Background: an optimization exercise with open tools, aiming at small area, a short achievable clock period and few clock cycles per item. Do not read the settings as production practice.

==> build 96 <==
==> flow/design.v (excerpt) <==
module prl_tag_engine (
    input  wire         clk,
    input  wire         rst,           
    input  wire         cmd_valid,
    output wire         cmd_ready,
    input  wire [1:0]   cmd_op,        
    input  wire [1:0]   cmd_ksel,      
    input  wire [255:0] cmd_key,       
    input  wire [47:0]  cmd_frame,     
    input  wire [4:0]   cmd_pair,
    input  wire [7:0]   cmd_place,
    input  wire [7:0]   cmd_where,
    input  wire [3:0]   cmd_elem,
    input  wire [11:0]  cmd_obj,
    input  wire [2:0]   cmd_kind,
    input  wire [7:0]   cmd_state,
    output wire         tag_valid,
    input  wire         tag_ready,
    output wire [63:0]  tag,
    output wire         key_a_present,
    output wire         key_b_present
);
export LEC_CHECK = 0
export CAP_MARGIN = 20
export CORE_MARGIN = 2
export CORE_UTILIZATION = 25
export CTS_CLUSTER_DIAMETER = 100
export CTS_CLUSTER_SIZE = 20
export PLACE_DENSITY = 0.45
export SETUP_SLACK_MARGIN = 5.0
export SLEW_MARGIN = 20
export SYNTH_HIERARCHICAL = 1
create_clock -name core_clock -period 8.0 [get_ports {clk}]
standard.sh (not shown) runs the stock make flow with config.mk's settings and CLKGATE_MAP_FILE= SYNTH_SCRIPT=/design/flow/synth_recipe.tcl, a recipe that flattens the netlist after the stock synthesis.
==> flow/flow/run.sh <==
#!/bin/bash
set -euo pipefail
bash standard.sh "BUFFER_PORTS_ARGS=-buffer_cell sky130_fd_sc_hd__buf_1" finish > flow_make.log 2>&1
==> inputs of trial 53, as changes to build 96 <==
--- a/flow/config.mk
+++ b/flow/config.mk
@@ -12,5 +12,5 @@
 export CTS_CLUSTER_SIZE = 20
 export PLACE_DENSITY = 0.45
-export SETUP_SLACK_MARGIN = 5.0
+export SETUP_SLACK_MARGIN = 4.8
 export SLEW_MARGIN = 20
 export SYNTH_HIERARCHICAL = 1
==> impl_metrics.tcl <==
set metrics [dict create \
    r2r_slack_ps 4750 \
    n_all_buffers 852 \
    drive_gt1_share_pct 14.8 \
    rr_worst_depth 8 \
    syn2layout_area_growth_pct 20.3 \
    grt_pass1_vias 83448 \
    cp_cell_sequence "xor2_1, nand2_1, xor2_2, xnor2_4, xnor2_1, xor2_1, xor2_1, xor2_1" \
    wl_met2_um 248000 \
    stdcell_count 20487 \
    n_fill_cell 56229 \
    outcome "finished clean" \
    worst_pin_slew_ps 1260 \
    crit_cells 8 \
    fin_nets 13473 \
    grt_use_met3_pct 1.89 \
]
-- figures above: trial 53

==> impl_metrics.tcl <==
set metrics [dict create \
    outcome "finished clean" \
    stdcell_count 20814 \
    syn2layout_area_growth_pct 28.5 \
    crit_cells 13 \
    cp_cell_sequence "xor2_4, xor2_2, buf_4, nand2_4, xor2_4, xor2_1, xor2_1, buf_6, xor2_4, buf_6, buf_6, xor2_2, xor2_2" \
    fin_nets 13776 \
    grt_pass1_vias 84938 \
    drive_gt1_share_pct 25.2 \
    rr_worst_depth 13 \
    n_all_buffers 1152 \
]
-- figures above: build 96

No functional check of the RTL was part of any run of this note.

==> run K: inputs <==
Another version of the RTL of prl_tag_engine (not shown whole).
Settings: LEC_CHECK=0, CAP_MARGIN=20, CORE_MARGIN=2, CORE_UTILIZATION=50, PLACE_DENSITY=0.65, SETUP_SLACK_MARGIN=5, SLEW_MARGIN=20; clock period 8.0 ns.
run.sh (not shown) runs the stock make flow with config.mk's settings and CLKGATE_MAP_FILE= SYNTH_SCRIPT=/design/flow/synth_recipe.tcl, a recipe that flattens the netlist after the stock synthesis.
Stock flow here: none of the scripts above is used.
==> run A: changes against run K <==
--- a/flow/design.v
+++ b/flow/design.v
@@ -178,57 +178,54 @@
         for (i = 0; i < 16; i = i + 1) begin : g_sub
             aes_sbox_a u_sbox (.a(state_in[127 - 8*i -: 8]), .m(mid[239 - 15*i -: 15]));
         end
     endgenerate
 endmodule
 module aes_round_b (
     input  wire [239:0] mid,
     input  wire [127:0] add_in,
-    input  wire         keep,
+    input  wire         keep_mix,
+    input  wire         keep_sub,
     output wire [127:0] state_out,
     output wire [127:0] sub_out        
 );
     wire [7:0] sb [0:15];
     wire [7:0] sr [0:15];
-    genvar i, j;
+    genvar i;
     generate
         for (i = 0; i < 16; i = i + 1) begin : g_sub
             aes_sbox_b u_sbox (.m(mid[239 - 15*i -: 15]), .y(sb[i]));
         end
     endgenerate
     generate
         for (i = 0; i < 16; i = i + 1) begin : g_shift
             assign sr[i] = sb[(i + 4 * (i % 4)) % 16];
             assign sub_out[127 - 8*i -: 8] = sr[i];
         end
     endgenerate
+    function [7:0] xtime;
+        input [7:0] x;
+        xtime = {x[6:0], 1'b0} ^ (x[7] ? 8'h1b : 8'h00);
+    endfunction
+    wire [7:0] km = {8{keep_mix}};
+    wire [7:0] ks = {8{keep_sub}};
     generate
         for (i = 0; i < 4; i = i + 1) begin : g_mix
-            wire [7:0] a [0:3];
-            wire [7:0] p [0:3];
-            wire [7:0] v [0:3];
-            wire [7:0] b [0:3];
-            genvar k;
-            for (k = 0; k < 4; k = k + 1) begin : g_byte
-                assign a[k] = sr[4*i + k] & {8{keep}};
-            end
-            for (k = 0; k < 4; k = k + 1) begin : g_col
-                assign p[k] = a[k] ^ a[(k + 1) % 4];
-                assign v[k] = a[(k + 1) % 4] ^ add_in[127 - 32*i - 8*k -: 8];
-                assign b[k][0] = (p[k][7] ^ p[(k + 2) % 4][0]) ^ v[k][0];
-                for (j = 1; j < 8; j = j + 1) begin : g_bit
-                    if (j == 1 || j == 3 || j == 4) begin : g_r
-                        assign b[k][j] = (p[k][j-1] ^ p[(k + 2) % 4][j]) ^ (v[k][j] ^ p[k][7]);
-                    end else begin : g_n
-                        assign b[k][j] = (p[k][j-1] ^ p[(k + 2) % 4][j]) ^ v[k][j];
-                    end
-                end
-                assign state_out[127 - 32*i - 8*k -: 8] = b[k];
-            end
+            wire [7:0] a0 = sr[4*i];
+            wire [7:0] a1 = sr[4*i+1];
+            wire [7:0] a2 = sr[4*i+2];
+            wire [7:0] a3 = sr[4*i+3];
+            wire [7:0] t  = a0 ^ a1 ^ a2 ^ a3;
+            wire [7:0] e0 = xtime(a0 ^ a1) ^ t;
+            wire [7:0] e1 = xtime(a1 ^ a2) ^ t;
+            wire [7:0] e2 = xtime(a2 ^ a3) ^ t;
+            wire [7:0] e3 = xtime(a3 ^ a0) ^ t;
+            wire [31:0] base = {a0 & ks, a1 & ks, a2 & ks, a3 & ks} ^ add_in[127 - 32*i -: 32];
+            assign state_out[127 - 32*i -: 32] = {e0 & km, e1 & km, e2 & km, e3 & km} ^ base;
         end
     endgenerate
 endmodule
 module aes256_key_step_a (
     input  wire [127:0] prev,
     input  wire [127:0] last,
     input  wire         rot_step,
     input  wire [7:0]   rcon,
@@ -346,22 +343,22 @@
                             4'h0, cmd_elem, 4'h0, cmd_obj, 5'b00000, cmd_kind,
                             cmd_state, 16'h0000};
     wire [127:0] k1   = {slot_l[126:0], 1'b0} ^ (slot_l[127] ? 128'h87 : 128'h0);
     wire [127:0] init = ((cmd_msg ^ k1) & {128{~c_mid[LP]}}) ^ slot_key[255:128];
     wire [127:0] round_out, sub_out;
     aes_round_b u_round_b (
         .mid       (mid),
         .add_in    (ld ? init : k_rk),
-        .keep      (!ld),
+        .keep_mix  (!ld && c_mid[3:0] != 4'd14),
+        .keep_sub  (!ld),
         .state_out (round_out),
         .sub_out   (sub_out)
     );
-    wire [127:0] fin = sub_out ^ k_rk;
-    wire [61:0]  mac = fin[127:66];
+    wire [61:0] mac = sub_out[127:66] ^ k_rk[127:66];
     wire [127:0] next_rk;
     aes256_key_step_b u_key_b (
         .p        (k_p),
         .mid      (k_mid),
         .load     (ld),
         .load_val (slot_key[127:0]),
         .next     (next_rk)
     );
@@ -409,18 +406,18 @@
         mid   <= mid_n;
         k_rk  <= kst[127:0];
         k_p   <= k_p_n;
         k_mid <= k_mid_n;
         st    <= round_out;
         kst   <= {ld ? slot_key[255:128] : k_rk, next_rk};
         if (do_load && !ksel_q[0]) key_a <= cmd_key;
         if (do_load &&  ksel_q[0]) key_b <= cmd_key;
-        if (l_wr && !c_mid[SB]) l_a <= fin;
-        if (l_wr &&  c_mid[SB]) l_b <= fin;
+        if (l_wr && !c_mid[SB]) l_a <= round_out;
+        if (l_wr &&  c_mid[SB]) l_b <= round_out;
         if (!a0v && push) e0 <= qin; else e0 <= a0e;
         if (!a1v && a0v && push) e1 <= qin; else e1 <= a1e;
         if (!a2v && a1v && push) e2 <= qin;
         if (rst) begin
             crdy     <= 1'b0;
             key_a_ok <= 1'b0;
             key_b_ok <= 1'b0;
             c_st     <= 9'd0;
Settings changed: CORE_UTILIZATION 50 to 25, PLACE_DENSITY 0.65 to 0.45.
==> notes <==
- Run A finished clean. Run K completed and failed the layout checks on max-slew violations.
- Wire length: run K is lower than run A (about 16%).
- Between run K and run A, the lower final area is in run K (gap 8.6%, measured against run A).
- In run A the first-iteration DRC count is smaller than in run K, by about 30%.
- In run A the core utilization is lower than in run K, by 29 points.
- Between run K and run A, the lower cell count is in run K (gap about 19%, measured against run A).
No functional check of the RTL was part of any run of this note.

afterwards: timing with drivers on the ports:
Ports are ideal in the flow. The routed layouts listed here were re-timed in OpenROAD. Step 1: set_driving_cell puts a clkbuf_16 on clk and a buf_2 on each other input, an assumption about the parent block. Step 2 adds t to the input delays and takes it off the output delays; t is the mean of the earliest and latest rising clock arrival at the registers after step 1. Input paths then give back, and output paths get back, about the clock's delay inside the block. Slacks: ideal / step 1 / step 2; pairs: ideal / step 1.
run | shift t [ns] | setup WS [ns] | worst hold slack (ns) | slew at the worst register clock pin (ns) | worst slew at a driven data input, ns
build 96 | 1.043 | 4.862 / 4.750 / 4.505 | 0.300 / 0.300 / 0.300 | 0.10 / 0.10 | 0.13
trial 53 | 1.039 | 4.746 / 4.722 / 4.724 | 0.301 / 0.301 / 0.301 | 0.11 / 0.11 | 0.17
run K | 0.951 | 4.815 / 4.725 / 4.142 | 0.318 / 0.318 / 0.318 | 0.07 / 0.07 | 0.25
run A | 1.002 | 4.572 / 4.572 / 3.901 | 0.232 / 0.232 / 0.232 | 0.07 / 0.07 | 0.34
For run K, which loses most, drivers alone change the setup slack by -0.090 ns; drivers and shift together by -0.673 ns.
